From an optimization exercise on the open Yosys and OpenROAD flow, aimed at small area; shortcuts taken in it are not production practice.
The RTL was checked by simulation tests, not by an equivalence proof against the original design.
Power figures rest on the tool's default switching activity, not on a simulated workload.

==> flow/design.v, too long to show whole: its modules and the start of the top module <==
// module cic_bank: 4745 lines
module cic_bank (
    input  wire        clk,
    input  wire        rst,           
    input  wire        in_valid,
    input  wire [15:0] in_bits,       
    output wire        out_valid,
    output wire [3:0]  out_chan,
    output wire [27:0] out_data       
);
  // ...
==> flow/run.sh <==
#!/bin/bash
# synth_recipe.tcl (not shown) runs the flow's synth.tcl, then flattens the netlist and writes it again
# the make line also repeats each setting of config.mk as NAME=value (left out here)
make -C /OpenROAD-flow-scripts/flow DESIGN_CONFIG=/design/flow/config.mk WORK_HOME=/design/flow/orfs CLKGATE_MAP_FILE= SYNTH_SCRIPT=/design/flow/synth_recipe.tcl finish
==> flow/config.mk <==
export PLATFORM = sky130hd
export DESIGN_NAME = cic_bank
export DESIGN_NICKNAME = cic_bank
export VERILOG_FILES = /design/flow/design.v
export SDC_FILE = /design/flow/constraint.sdc
export NUM_CORES = 4
export LEC_CHECK = 0
export CAP_MARGIN = 20
export CORE_MARGIN = 2
export CORE_UTILIZATION = 80
export CTS_CLUSTER_DIAMETER = 80
export CTS_CLUSTER_SIZE = 25
export SLEW_MARGIN = 20
==> flow/constraint.sdc <==
create_clock -name core_clock -period 20.0 [get_ports {clk}]
set_input_delay 4.0000 -clock core_clock [delete_from_list [all_inputs] [get_ports {clk}]]
set_output_delay 4.0000 -clock core_clock [all_outputs]
set_load 0.01 [all_outputs]
==> impl_metrics.env, run 1 <==
export IMPL_antenna_found_initial=1
export IMPL_dieArea_um2=106000
export IMPL_post_cts_buffers=0
export IMPL_post_route_util=0.830
export IMPL_design_core_area_um2=103000
export IMPL_p_clk_mw=1.85
export IMPL_synth_flop_cell="dfxtp_1"
export IMPL_cpPeakStageDelay_ns=0.90
export IMPL_crit_required_ns=20.60
export IMPL_met1Wirelength_mm=75.7
export IMPL_drt_total_wl_mm=197
export IMPL_antennaDiodeCount=0
export IMPL_min_to="y11[8]"
export IMPL_io_buffers=50
export IMPL_synthTopCellsByArea="dfxtp_1, fa_1, a22o_1"
export IMPL_fin_crit_ns=13.41
export IMPL_path_buf_inv=5
export IMPL_fp_row_count=118
export IMPL_yosys_area_top_type_share=0.417
export IMPL_p_seq_mw=5.81
export IMPL_clk_share=0.0255
export IMPL_slowest_stage="and2_2"
export IMPL_cts_root_buf="clkbuf_16"
export IMPL_nNetsFinal=8426
export IMPL_status="finished clean"
export IMPL_ff2ff_setup_slack_ns=10.41
export IMPL_hold_viol_final=0
export IMPL_topRoutingLayerUsed="met4"
export IMPL_io_pins=52
export IMPL_min_from="r15_0[8]"
export IMPL_grt_busiest_layer="met2"
export IMPL_rr_startpoint="nmv"
export IMPL_synth_top_area_cell="dfxtp_1"
export IMPL_tap_cells=1380
export IMPL_start_util=0.804
export IMPL_synth_top_family_by_area="adder cells"
export IMPL_hold_path_class="reg2reg"
export IMPL_dpl_cell_area_um2=83300
export IMPL_cts_sinks=1725
export IMPL_fin_area_um2=85500
==> inputs of run 2 (changes only) <==
--- a/flow/design.v
+++ b/flow/design.v
@@ -33,74 +33,84 @@
         end
     end
     wire ld_d = !rst && !last && busy_q && (chan_q == 4'd2);
     reg  ld, nld;
     always @(posedge clk) begin
         ld  <= ld_d;
         nld <= !ld_d;
     end
-    reg  [13:0] wn0_d, wn0;
-    reg  [16:0] wn1_d, wn1;
-    reg  [16:0] wn2_d, wn2;
-    reg  [14:0] wn3_d, wn3;
-    always @(*) begin
-        case (n_d)
-            6'd0: begin wn0_d = 14'd0; wn1_d = 17'd19600; wn2_d = 17'd73696; wn3_d = 15'd17296; end
-            6'd1: begin wn0_d = 14'd0; wn1_d = 17'd18424; wn2_d = 17'd73744; wn3_d = 15'd18424; end
-            6'd2: begin wn0_d = 14'd0; wn1_d = 17'd17296; wn2_d = 17'd73696; wn3_d = 15'd19600; end
-            6'd3: begin wn0_d = 14'd16215; wn1_d = 17'd73555; wn2_d = 17'd20821; wn3_d = 15'd1; end
-            6'd4: begin wn0_d = 14'd15180; wn1_d = 17'd73324; wn2_d = 17'd22084; wn3_d = 15'd4; end
-            6'd5: begin wn0_d = 14'd14190; wn1_d = 17'd73006; wn2_d = 17'd23386; wn3_d = 15'd10; end
-            6'd6: begin wn0_d = 14'd13244; wn1_d = 17'd72604; wn2_d = 17'd24724; wn3_d = 15'd20; end
-            6'd7: begin wn0_d = 14'd12341; wn1_d = 17'd72121; wn2_d = 17'd26095; wn3_d = 15'd35; end
-            6'd8: begin wn0_d = 14'd11480; wn1_d = 17'd71560; wn2_d = 17'd27496; wn3_d = 15'd56; end
-            6'd9: begin wn0_d = 14'd10660; wn1_d = 17'd70924; wn2_d = 17'd28924; wn3_d = 15'd84; end
-            6'd10: begin wn0_d = 14'd9880; wn1_d = 17'd70216; wn2_d = 17'd30376; wn3_d = 15'd120; end
-            6'd11: begin wn0_d = 14'd9139; wn1_d = 17'd69439; wn2_d = 17'd31849; wn3_d = 15'd165; end
-            6'd12: begin wn0_d = 14'd8436; wn1_d = 17'd68596; wn2_d = 17'd33340; wn3_d = 15'd220; end
-            6'd13: begin wn0_d = 14'd7770; wn1_d = 17'd67690; wn2_d = 17'd34846; wn3_d = 15'd286; end
-            6'd14: begin wn0_d = 14'd7140; wn1_d = 17'd66724; wn2_d = 17'd36364; wn3_d = 15'd364; end
-            6'd15: begin wn0_d = 14'd6545; wn1_d = 17'd65701; wn2_d = 17'd37891; wn3_d = 15'd455; end
-            6'd16: begin wn0_d = 14'd5984; wn1_d = 17'd64624; wn2_d = 17'd39424; wn3_d = 15'd560; end
-            6'd17: begin wn0_d = 14'd5456; wn1_d = 17'd63496; wn2_d = 17'd40960; wn3_d = 15'd680; end
-            6'd18: begin wn0_d = 14'd4960; wn1_d = 17'd62320; wn2_d = 17'd42496; wn3_d = 15'd816; end
-            6'd19: begin wn0_d = 14'd4495; wn1_d = 17'd61099; wn2_d = 17'd44029; wn3_d = 15'd969; end
-            6'd20: begin wn0_d = 14'd4060; wn1_d = 17'd59836; wn2_d = 17'd45556; wn3_d = 15'd1140; end
-            6'd21: begin wn0_d = 14'd3654; wn1_d = 17'd58534; wn2_d = 17'd47074; wn3_d = 15'd1330; end
-            6'd22: begin wn0_d = 14'd3276; wn1_d = 17'd57196; wn2_d = 17'd48580; wn3_d = 15'd1540; end
-            6'd23: begin wn0_d = 14'd2925; wn1_d = 17'd55825; wn2_d = 17'd50071; wn3_d = 15'd1771; end
-            6'd24: begin wn0_d = 14'd2600; wn1_d = 17'd54424; wn2_d = 17'd51544; wn3_d = 15'd2024; end
-            6'd25: begin wn0_d = 14'd2300; wn1_d = 17'd52996; wn2_d = 17'd52996; wn3_d = 15'd2300; end
-            6'd26: begin wn0_d = 14'd2024; wn1_d = 17'd51544; wn2_d = 17'd54424; wn3_d = 15'd2600; end
-            6'd27: begin wn0_d = 14'd1771; wn1_d = 17'd50071; wn2_d = 17'd55825; wn3_d = 15'd2925; end
-            6'd28: begin wn0_d = 14'd1540; wn1_d = 17'd48580; wn2_d = 17'd57196; wn3_d = 15'd3276; end
-            6'd29: begin wn0_d = 14'd1330; wn1_d = 17'd47074; wn2_d = 17'd58534; wn3_d = 15'd3654; end
-            6'd30: begin wn0_d = 14'd1140; wn1_d = 17'd45556; wn2_d = 17'd59836; wn3_d = 15'd4060; end
-            6'd31: begin wn0_d = 14'd969; wn1_d = 17'd44029; wn2_d = 17'd61099; wn3_d = 15'd4495; end
-            6'd32: begin wn0_d = 14'd816; wn1_d = 17'd42496; wn2_d = 17'd62320; wn3_d = 15'd4960; end
-            6'd33: begin wn0_d = 14'd680; wn1_d = 17'd40960; wn2_d = 17'd63496; wn3_d = 15'd5456; end
-            6'd34: begin wn0_d = 14'd560; wn1_d = 17'd39424; wn2_d = 17'd64624; wn3_d = 15'd5984; end
-            6'd35: begin wn0_d = 14'd455; wn1_d = 17'd37891; wn2_d = 17'd65701; wn3_d = 15'd6545; end
-            6'd36: begin wn0_d = 14'd364; wn1_d = 17'd36364; wn2_d = 17'd66724; wn3_d = 15'd7140; end
-            6'd37: begin wn0_d = 14'd286; wn1_d = 17'd34846; wn2_d = 17'd67690; wn3_d = 15'd7770; end
-            6'd38: begin wn0_d = 14'd220; wn1_d = 17'd33340; wn2_d = 17'd68596; wn3_d = 15'd8436; end
-            6'd39: begin wn0_d = 14'd165; wn1_d = 17'd31849; wn2_d = 17'd69439; wn3_d = 15'd9139; end
-            6'd40: begin wn0_d = 14'd120; wn1_d = 17'd30376; wn2_d = 17'd70216; wn3_d = 15'd9880; end
-            6'd41: begin wn0_d = 14'd84; wn1_d = 17'd28924; wn2_d = 17'd70924; wn3_d = 15'd10660; end
-            6'd42: begin wn0_d = 14'd56; wn1_d = 17'd27496; wn2_d = 17'd71560; wn3_d = 15'd11480; end
-            6'd43: begin wn0_d = 14'd35; wn1_d = 17'd26095; wn2_d = 17'd72121; wn3_d = 15'd12341; end
-            6'd44: begin wn0_d = 14'd20; wn1_d = 17'd24724; wn2_d = 17'd72604; wn3_d = 15'd13244; end
-            6'd45: begin wn0_d = 14'd10; wn1_d = 17'd23386; wn2_d = 17'd73006; wn3_d = 15'd14190; end
-            6'd46: begin wn0_d = 14'd4; wn1_d = 17'd22084; wn2_d = 17'd73324; wn3_d = 15'd15180; end
-            6'd47: begin wn0_d = 14'd1; wn1_d = 17'd20821; wn2_d = 17'd73555; wn3_d = 15'd16215; end
-            default: begin wn0_d = 14'd0; wn1_d = 17'd0; wn2_d = 17'd0; wn3_d = 15'd0; end
-        endcase
-    end
-    always @(posedge clk) begin wn0 <= wn0_d; wn1 <= wn1_d; wn2 <= wn2_d; wn3 <= wn3_d; end
+    wire [47:0] ndec = 48'd1 << n_q;
+    wire [13:0] wn0;
+    assign wn0[0] = |(ndec & 48'h888888888888);
+    assign wn0[1] = |(ndec & 48'h282828282828);
+    assign wn0[2] = |(ndec & 48'h52f852f852f8);
+    assign wn0[3] = |(ndec & 48'h25728fd82570);
+    assign wn0[4] = |(ndec & 48'h17656212bdc8);
+    assign wn0[5] = |(ndec & 48'h0d976f855ae0);
+    assign wn0[6] = |(ndec & 48'h0358cef77138);
+    assign wn0[7] = |(ndec & 48'h00ca8e58df40);
+    assign wn0[8] = |(ndec & 48'h0039a49fca78);
+    assign wn0[9] = |(ndec & 48'h00079db56c78);
+    assign wn0[10] = |(ndec & 48'h00007c732528);
+    assign wn0[11] = |(ndec & 48'h000003f0e318);
+    assign wn0[12] = |(ndec & 48'h0000000fe0f8);
+    assign wn0[13] = |(ndec & 48'h000000001ff8);
+    wire [16:0] wn1;
+    assign wn1[0] = |(ndec & 48'h888888888888);
+    assign wn1[1] = |(ndec & 48'h282828282828);
+    assign wn1[2] = |(ndec & 48'hda70da70da70);
+    assign wn1[3] = |(ndec & 48'h2ff0855a2ff2);
+    assign wn1[4] = |(ndec & 48'hb260cd9518cf);
+    assign wn1[5] = |(ndec & 48'h0fc0e07df8b2);
+    assign wn1[6] = |(ndec & 48'hee80f445341a);
+    assign wn1[7] = |(ndec & 48'h1b00f938d1c7);
+    assign wn1[8] = |(ndec & 48'hac00fe541bee);
+    assign wn1[9] = |(ndec & 48'h6555aacc1d5e);
+    assign wn1[10] = |(ndec & 48'h499933694b3b);
+    assign wn1[11] = |(ndec & 48'h24b496db38f9);
+    assign wn1[12] = |(ndec & 48'he38c71c707f8);
+    assign wn1[13] = |(ndec & 48'h1f83f03f0000);
+    assign wn1[14] = |(ndec & 48'hff800fff0007);
+    assign wn1[15] = |(ndec & 48'h007fffff0000);
+    assign wn1[16] = |(ndec & 48'h00000000fff8);
+    wire [16:0] wn2;
+    assign wn2[0] = |(ndec & 48'h888888888888);
+    assign wn2[1] = |(ndec & 48'ha0a0a0a0a0a0);
+    assign wn2[2] = |(ndec & 48'h72d872d872d8);
+    assign wn2[3] = |(ndec & 48'h7fa2d5087fa0);
+    assign wn2[4] = |(ndec & 48'h98c54d98326a);
+    assign wn2[5] = |(ndec & 48'h68fdf0381f85);
+    assign wn2[6] = |(ndec & 48'hc16511780bbd);
+    assign wn2[7] = |(ndec & 48'h1c58e4f806c5);
+    assign wn2[8] = |(ndec & 48'hbec153f801ad);
+    assign wn2[9] = |(ndec & 48'hd5c19aad5535);
+    assign wn2[10] = |(ndec & 48'he694b664cc95);
+    assign wn2[11] = |(ndec & 48'hf8e6db496925);
+    assign wn2[12] = |(ndec & 48'hff071c718e3d);
+    assign wn2[13] = |(ndec & 48'h0007e07e0fc2);
+    assign wn2[14] = |(ndec & 48'h0007ff800ff8);
+    assign wn2[15] = |(ndec & 48'h0007fffff000);
+    assign wn2[16] = |(ndec & 48'hfff800000007);
+    wire [14:0] wn3;
+    assign wn3[0] = |(ndec & 48'h888888888888);
+    assign wn3[1] = |(ndec & 48'ha0a0a0a0a0a0);
+    assign wn3[2] = |(ndec & 48'hfa50fa50fa50);
+    assign wn3[3] = |(ndec & 48'h7520df8a7522);
+    assign wn3[4] = |(ndec & 48'h9dea42353747);
+    assign wn3[5] = |(ndec & 48'h3ad50fb74d82);
+    assign wn3[6] = |(ndec & 48'he4777b98d602);
+    assign wn3[7] = |(ndec & 48'h17d8d38a9807);
+    assign wn3[8] = |(ndec & 48'hf29fc92ce003);
+    assign wn3[9] = |(ndec & 48'hf1b56dcf0003);
+    assign wn3[10] = |(ndec & 48'ha52671f00006);
+    assign wn3[11] = |(ndec & 48'hc6387e000004);
+    assign wn3[12] = |(ndec & 48'hf83f80000000);
+    assign wn3[13] = |(ndec & 48'hffc000000000);
+    assign wn3[14] = |(ndec & 48'h000000000007);
     wire bv0 = in_bits[0] & v;
     reg  [22:0] r0_0;
     reg  [22:0] r0_1;
     reg  [21:0] r0_2;
     reg  [17:0] r0_3;
     wire [22:0] o0_0;
     assign o0_0[0] = ~((r0_1[0] & mv) | (r0_0[0] & nmv));
     assign o0_0[1] = ~((r0_1[1] & mv) | (r0_0[1] & nmv));
==> flow/config.mk (replaced) <==
export PLATFORM = sky130hd
export DESIGN_NAME = cic_bank
export DESIGN_NICKNAME = cic_bank
export VERILOG_FILES = /design/flow/design.v
export SDC_FILE = /design/flow/constraint.sdc
export NUM_CORES = 4
export LEC_CHECK = 0
export CAP_MARGIN = 20
export CORE_MARGIN = 2
export CORE_UTILIZATION = 70
export CTS_CLUSTER_DIAMETER = 80
export CTS_CLUSTER_SIZE = 25
export SLEW_MARGIN = 20
==> impl_metrics.env, run 2 <==
export IMPL_status="finished clean"
export IMPL_r2r_worst_path_cells=29
export IMPL_htreeDepth=3
export IMPL_num_vias=55500
export IMPL_hold_path_class="reg2reg"
export IMPL_antenna_found_initial=5
export IMPL_nNetsFinal=8454
export IMPL_cellPowerDensity_nw_per_um2=128
export IMPL_clk_pin_slew_ns=0.10
export IMPL_rsz0062_at_grt="no"
export IMPL_drc=0
export IMPL_crit_type="in2reg"
export IMPL_wl_per_cell_um=24.2
export IMPL_synth_flop_cell="dfxtp_1"
export IMPL_ys_seq_area_frac=0.408
export IMPL_yosys_area_top_type_share=0.408
export IMPL_gr_total_overflow=0
export IMPL_netlist_cell_type_count=83
export IMPL_drt_pass1_iter_count=8
export IMPL_track_usage=0.356
export IMPL_ys_ff_latch=1667
export IMPL_die_w_um=346
export IMPL_drv_cap=0
export IMPL_start_util=0.705
export IMPL_tritoncts="done"
export IMPL_hold_buffers=0
export IMPL_synthTopCellsByArea="dfxtp_1, fa_1, a22o_1"
export IMPL_synth_area_um2=81900
export IMPL_slew_violations=0
export IMPL_synthMuxAreaShare=0.00101
export IMPL_hold_viol_final=0
export IMPL_topRoutingLayerUsed="met5"
export IMPL_route_met2_wl_mm=98.8
export IMPL_dieArea_um2=120000
export IMPL_synth_nets=8768
export IMPL_cts_made_buffers=79
export IMPL_crit_arrival_ns=13.82
export IMPL_worst_pin_slew_ns=1.27
export IMPL_cts_root_buf="clkbuf_16"
export IMPL_leakage_nw=34.0
export IMPL_die_h_um=346
export IMPL_grt_pass1_wl_mm=332
export IMPL_grt_pass1_vias=58400
export IMPL_period_share=0.660
export IMPL_async_flop_share=0
export IMPL_via_per_inst=6.41
export IMPL_grt_start_max_net_pins=220
export IMPL_synth_compound_area_frac=0.151
export IMPL_cp_start_kind="input port"
export IMPL_worstSkewPairLatency_ns=0.71
export IMPL_ctsResizeCount=0
export IMPL_min_path_cells=1
export IMPL_io_buffers=50
export IMPL_synth_simple_area_share=0.101
export IMPL_synth_edf_count=0
export IMPL_clk_path_buf_depth=3
export IMPL_synth_top_family_by_area="adder cells"
export IMPL_post_route_util=0.735
export IMPL_avgSynthCellArea_um2=11.0
export IMPL_synth_xor_area_frac=0.00835
export IMPL_cts_sinks=1667
export IMPL_worst_path_max_fanout=39
export IMPL_fin_skew_ns=0.0361
export IMPL_layout_drive_gt1_share=0.0718
export IMPL_met1Wirelength_mm=87.4
export IMPL_io_pins=52
export IMPL_crit_required_ns=20.63
export IMPL_ant_nets=0
export IMPL_ys_warn_count=1
export IMPL_synth_top_area_cell="dfxtp_1"
export IMPL_drtIter0Drc=5235
export IMPL_final_common_cell="dfxtp_1"
export IMPL_cp_end_kind="flip-flop"
export IMPL_max_freq_mhz=75.8
export IMPL_fp_row_count=125
export IMPL_dr_wl_met3_mm=15.1
export IMPL_place_congestion=1.02
export IMPL_timing_setup_tns_ns=0
export IMPL_design_core_area_um2=116000
export IMPL_synthCells=7426
export IMPL_yosysMostFrequentCell="dfxtp_1"
export IMPL_slew_headroom=0.152
export IMPL_ys_top_cells_by_count="dfxtp_1, nand2_1, fa_1"
export IMPL_finalSetupViolCount=0
export IMPL_synthAdderAreaFrac=0.289
export IMPL_drt_total_wl_mm=209
export IMPL_post_cts_buffers=0
export IMPL_fin_crit_ns=13.19
export IMPL_mostFrequentLayoutCells="dfxtp_1, nand2_1, fa_1, a22o_1, ha_1"
export IMPL_hpwlAfterDp_mm=144
export IMPL_syn_to_final_growth_pct=4.22
export IMPL_fillerInstances=8052
export IMPL_vdd_drop_max_v=0.000101
[run 2: cell types whose count changed in the layout (fill, tap and decap cells not counted), sizes merged, moves of 13 or more]
cell   previous run  this run
nand4             6        23
inv             337       286
o21ai           298       335
a22o            883       916
a21oi            71        89
or2             227       214
nand2          1187      1157
nor2            133       213
buf              72       134
dfxtp          1725      1667
o22ai            35        51
nor4              1        23
a22oi           163       135
and3             81         3
[run 2: routing by layer]
layer,track usage,vias up
li1,-,24400
met1,0.495,28500
met3,0.0534,440
met5,0,-
met4,0.127,2
met2,0.575,2084
[run 2: kinds of logic after synthesis]
group,count (synthesis)
AOI/OAI and AO/OA,1624
xor gates and xnor gates,78
adders and majority gates,1323
buffers and inverters,858
DFF,1667
muxes,7
other,1
and+or+nand+nor,1868
[run 2: final cells by class]
| class | instances | area (um^2) | area share |
|---|---|---|---|
| antenna | 2 | 5.00 | 0.0000587 |
| clock buffer | 85 | 2050 | 0.0241 |
| tap | 1524 | 1910 | 0.0224 |
| sequential | 1667 | 33400 | 0.391 |
| multi-input combinational | 4901 | 45100 | 0.529 |
| inverter | 280 | 1060 | 0.0124 |
| clock inverter | 15 | 225 | 0.00264 |
| timing repair buffer | 183 | 1560 | 0.0182 |
[run 2: power breakdown]
part / leakage (nW) / internal, mW / switching (mW)
logic: 19.0 / 1.79 / 1.65
clock network: 1.12 / 0.779 / 1.09
registers: 13.9 / 4.80 / 0.802
[run 2: path summary, 6_finish.rpt]
check	startpoint	to	slack [ns]
worst min register to register	r15_0[5]	y11[5]	0.42
worst min-delay path	r15_0[5]	y11[5]	0.42
worst max register to register	n_q[0]	r4_2[21]	8.91
worst max-delay path	in_valid	r4_1[22]	6.81
[run 2: through the flow]
step	hold slack [ns]	std cells	setup slack [ns]	instance area, um^2	total power, mW
4_1_cts	0.415	8655	6.85	85300	11.0
5_1_grt	0.425	8655	6.49	85300	11.7
3_5_place_dp	0.399	8555	6.12	83000	9.09
3_3_place_gp	0.394	8555	6.23	83000	8.72
2_1_floorplan	0.386	7426	7.11	81900	8.02
6_report	0.417	8657	6.81	85300	10.9
[run 2: worst max-delay path, stage by stage]
cell and delay (ns):
buf_2 0.74, nand2_1 0.23, nor2_1 0.31, ha_1 0.26, fa_1 0.19, inv_1 0.06
fa_1 0.45, fa_1 0.47, fa_1 0.48, fa_1 0.49, fa_1 0.53, fa_1 0.58
fa_1 0.49, fa_1 0.47, fa_1 0.46, fa_1 0.48, fa_1 0.46, fa_1 0.47
fa_1 0.46, fa_1 0.45, fa_1 0.37, inv_1 0.06, ha_1 0.13, ha_1 0.14
ha_1 0.14, ha_1 0.14, ha_1 0.16, xnor2_1 0.11
==> inputs of run 3 (changes only) <==
--- a/flow/config.mk
+++ b/flow/config.mk
@@ -8,5 +8,5 @@
 export CAP_MARGIN = 20
 export CORE_MARGIN = 2
-export CORE_UTILIZATION = 70
+export CORE_UTILIZATION = 80
 export CTS_CLUSTER_DIAMETER = 80
 export CTS_CLUSTER_SIZE = 25
==> impl_metrics.env, run 3 <==
export IMPL_status="finished clean"
export IMPL_ys_top_cells_by_count="dfxtp_1, nand2_1, fa_1"
export IMPL_tritoncts="done"
export IMPL_dp_slack_ns=6.32
export IMPL_finalSetupViolCount=0
export IMPL_grt_pass1_vias=62400
export IMPL_synth_edf_count=0
export IMPL_clk_path_buf_depth=3
export IMPL_wl_per_cell_um=26.6
export IMPL_post_cts_buffers=0
export IMPL_hold_buffers=0
export IMPL_drt_pass1_iter_count=6
export IMPL_layout_drive_gt1_share=0.0703
export IMPL_leakage_nw=33.9
export IMPL_rsz0062_at_grt="no"
export IMPL_period_share=0.657
export IMPL_fin_crit_ns=13.14
export IMPL_worst_pin_slew_ns=1.17
export IMPL_synthTopCellsByArea="dfxtp_1, fa_1, a22o_1"
export IMPL_cts_root_buf="clkbuf_16"
export IMPL_finalPower_mw=11.1
export IMPL_fp_row_count=117
export IMPL_synth_flop_cell="dfxtp_1"
export IMPL_drv_cap=0
export IMPL_hold_path_class="reg2reg"
export IMPL_hpwlAfterDp_mm=151
export IMPL_ff2ff_setup_slack_ns=8.49
export IMPL_die_w_um=324
export IMPL_r2r_worst_path_cells=30
export IMPL_place_congestion=1.05
export IMPL_worstSkewPairLatency_ns=0.74
export IMPL_drtIter0Drc=7353
export IMPL_cpPeakStageDelay_ns=0.52
export IMPL_synth_area_um2=81900
export IMPL_drt_total_wl_mm=226
export IMPL_fin_skew_ns=0.0429
export IMPL_ys_warn_count=1
export IMPL_drc=0
export IMPL_ys_seq_area_frac=0.408
export IMPL_synthCells=7426
export IMPL_antenna_found_initial=3
export IMPL_netlist_cell_type_count=83
export IMPL_ys_ff_latch=1667
export IMPL_cp_startpoint="in_valid"
export IMPL_ant_nets=0
export IMPL_timing_setup_tns_ns=0
export IMPL_start_util=0.806
export IMPL_cts_made_buffers=78
export IMPL_max_freq_mhz=76.1
export IMPL_mostFrequentLayoutCells="dfxtp_1, nand2_1, fa_1, a22o_1, ha_1"
export IMPL_cp_end_kind="flip-flop"
export IMPL_final_common_cell="dfxtp_1"
export IMPL_synth_top_area_cell="dfxtp_1"
export IMPL_die_h_um=324
export IMPL_crit_arrival_ns=13.81
export IMPL_design_core_area_um2=102000
export IMPL_yosys_area_top_type_share=0.408
export IMPL_slowest_stage="fa_1"
export IMPL_clk_pin_slew_ns=0.10
export IMPL_grt_pass1_wl_mm=349
export IMPL_slew_violations=0
export IMPL_track_usage=0.438
export IMPL_fin_area_um2=85000
export IMPL_fin_ws_ns=6.86
export IMPL_io_pins=52
export IMPL_crit_path_frequent_cell="fa_1"
export IMPL_htreeDepth=3
export IMPL_via_per_inst=6.92
export IMPL_ctsResizeCount=0
export IMPL_io_buffers=50
export IMPL_crit_type="in2reg"
export IMPL_syn_to_final_growth_pct=3.82
export IMPL_worst_path_max_fanout=39
export IMPL_crit_required_ns=20.66
export IMPL_rr_startpoint="mv"
export IMPL_cp_start_kind="input port"
export IMPL_vdd_drop_max_v=0.000111
export IMPL_num_vias=58800
export IMPL_dpl_cell_area_um2=82700
export IMPL_nNetsFinal=8449
export IMPL_yosysMostFrequentCell="dfxtp_1"
export IMPL_dieArea_um2=105000
export IMPL_cellPowerDensity_nw_per_um2=131
export IMPL_cp_endpoint="r7_1[22]"
export IMPL_cts_sinks=1667
export IMPL_synth_nets=8768
export IMPL_avgSynthCellArea_um2=11.0
export IMPL_slew_headroom=0.220
export IMPL_timing_rr_end="r6_1[22]"
export IMPL_grt_start_max_net_pins=201
export IMPL_hold_viol_final=0
export IMPL_gr_total_overflow=0
export IMPL_async_flop_share=0
-- run 3: cell counts after synthesis --
No cell type changed its count.
-- run 3: cells by family (layout without fill, tap and decap cells) --
group                      after synthesis  count (layout)  synth area share
buffers and inverters                  858             549            0.0421
muxes                                    7               7           0.00101
xor gates and xnor gates                78              78           0.00835
AOI/OAI and AO/OA                     1624            1624             0.151
other                                    1               5         0.0000458
adders and majority gates             1323            1323             0.289
and+or+nand+nor                       1868            1868             0.101
DFF                                   1667            1667             0.408
-- run 3: area by class of cell --
type	count	area, um^2
Multi-Input combinational cell	4901	45100
Sequential cell	1667	33400
Fill cell	4946	16600
Clock buffer	80	1980
Tap cell	1368	1710
Timing Repair Buffer	179	1560
Inverter	280	1060
Clock inverter	10	155
Antenna cell	4	10.0
-- run 3: power breakdown --
| part | internal [mW] | switching [mW] | total [mW] |
|---|---|---|---|
| Sequential | 4.80 | 0.909 | 5.71 |
| Clock | 0.729 | 1.09 | 1.82 |
| Combinational | 1.83 | 1.79 | 3.62 |
| Total | 7.36 | 3.79 | 11.1 |
-- run 3: how the worst min path moves through the flow --
stage | from | end | depth (start not counted)
2_1_floorplan | r15_0[0] | y11[0] | 1
3_3_place_gp | r15_0[11] | y11[11] | 1
3_5_place_dp | r15_0[11] | y11[11] | 1
4_1_cts | r15_0[12] | y11[12] | 1
5_1_grt | r15_0[13] | y11[13] | 1
6_report | r15_0[12] | y11[12] | 1
-- run 3: metrics by stage --
stage               hold slack, ns  std cells   util
floorplan                    0.386       7426      -
global placement             0.394       8385  0.814
detailed placement           0.397       8385  0.814
CTS                          0.418       8475  0.835
global route                 0.437       8485  0.836
finish                       0.417       8489  0.836
-- run 3: layer usage --
layer  GRT usage  wire [um]
met1       0.548      81800
met2       0.725     109000
met3      0.0862      21600
met4       0.230      12900
met5           0         40
-- run 3: critical path: cells and delay by family --
family	cells	cell delay (ns)
simple gates	2	0.58
fa+ha+maj	22	8.37
buf+inv	4	0.66
xor+xnor	1	0.12

## what the ideal ports hide
The flow's constraints put no driver on any port. The routed layouts listed below were extracted and timed again, unchanged, in two steps. Step 1, drivers: a clkbuf_16 drives clk and a buf_2 each remaining input, both assumed. Step 2 also shifts input and output timing later by t, the mid clock arrival at the registers, as if the neighbouring blocks saw the same clock. Slacks: ideal / step 1 / step 2; pairs: ideal / step 1.
run | t, ns | setup WS [ns] | worst data-port slew with drivers (ns) | pins driven straight from the clock port
run 1 | 0.768 | 6.589 / 6.642 / 5.874 | 0.08 | 1
run 2 | 0.776 | 6.808 / 6.859 / 6.084 | 0.07 | 1
run 3 | 0.801 | 6.859 / 6.920 / 6.118 | 0.07 | 1
After both steps setup and hold are still met in every run listed. The setup slack of run 3, which loses most, moves by +0.061 ns with the drivers and by -0.741 ns with both steps.
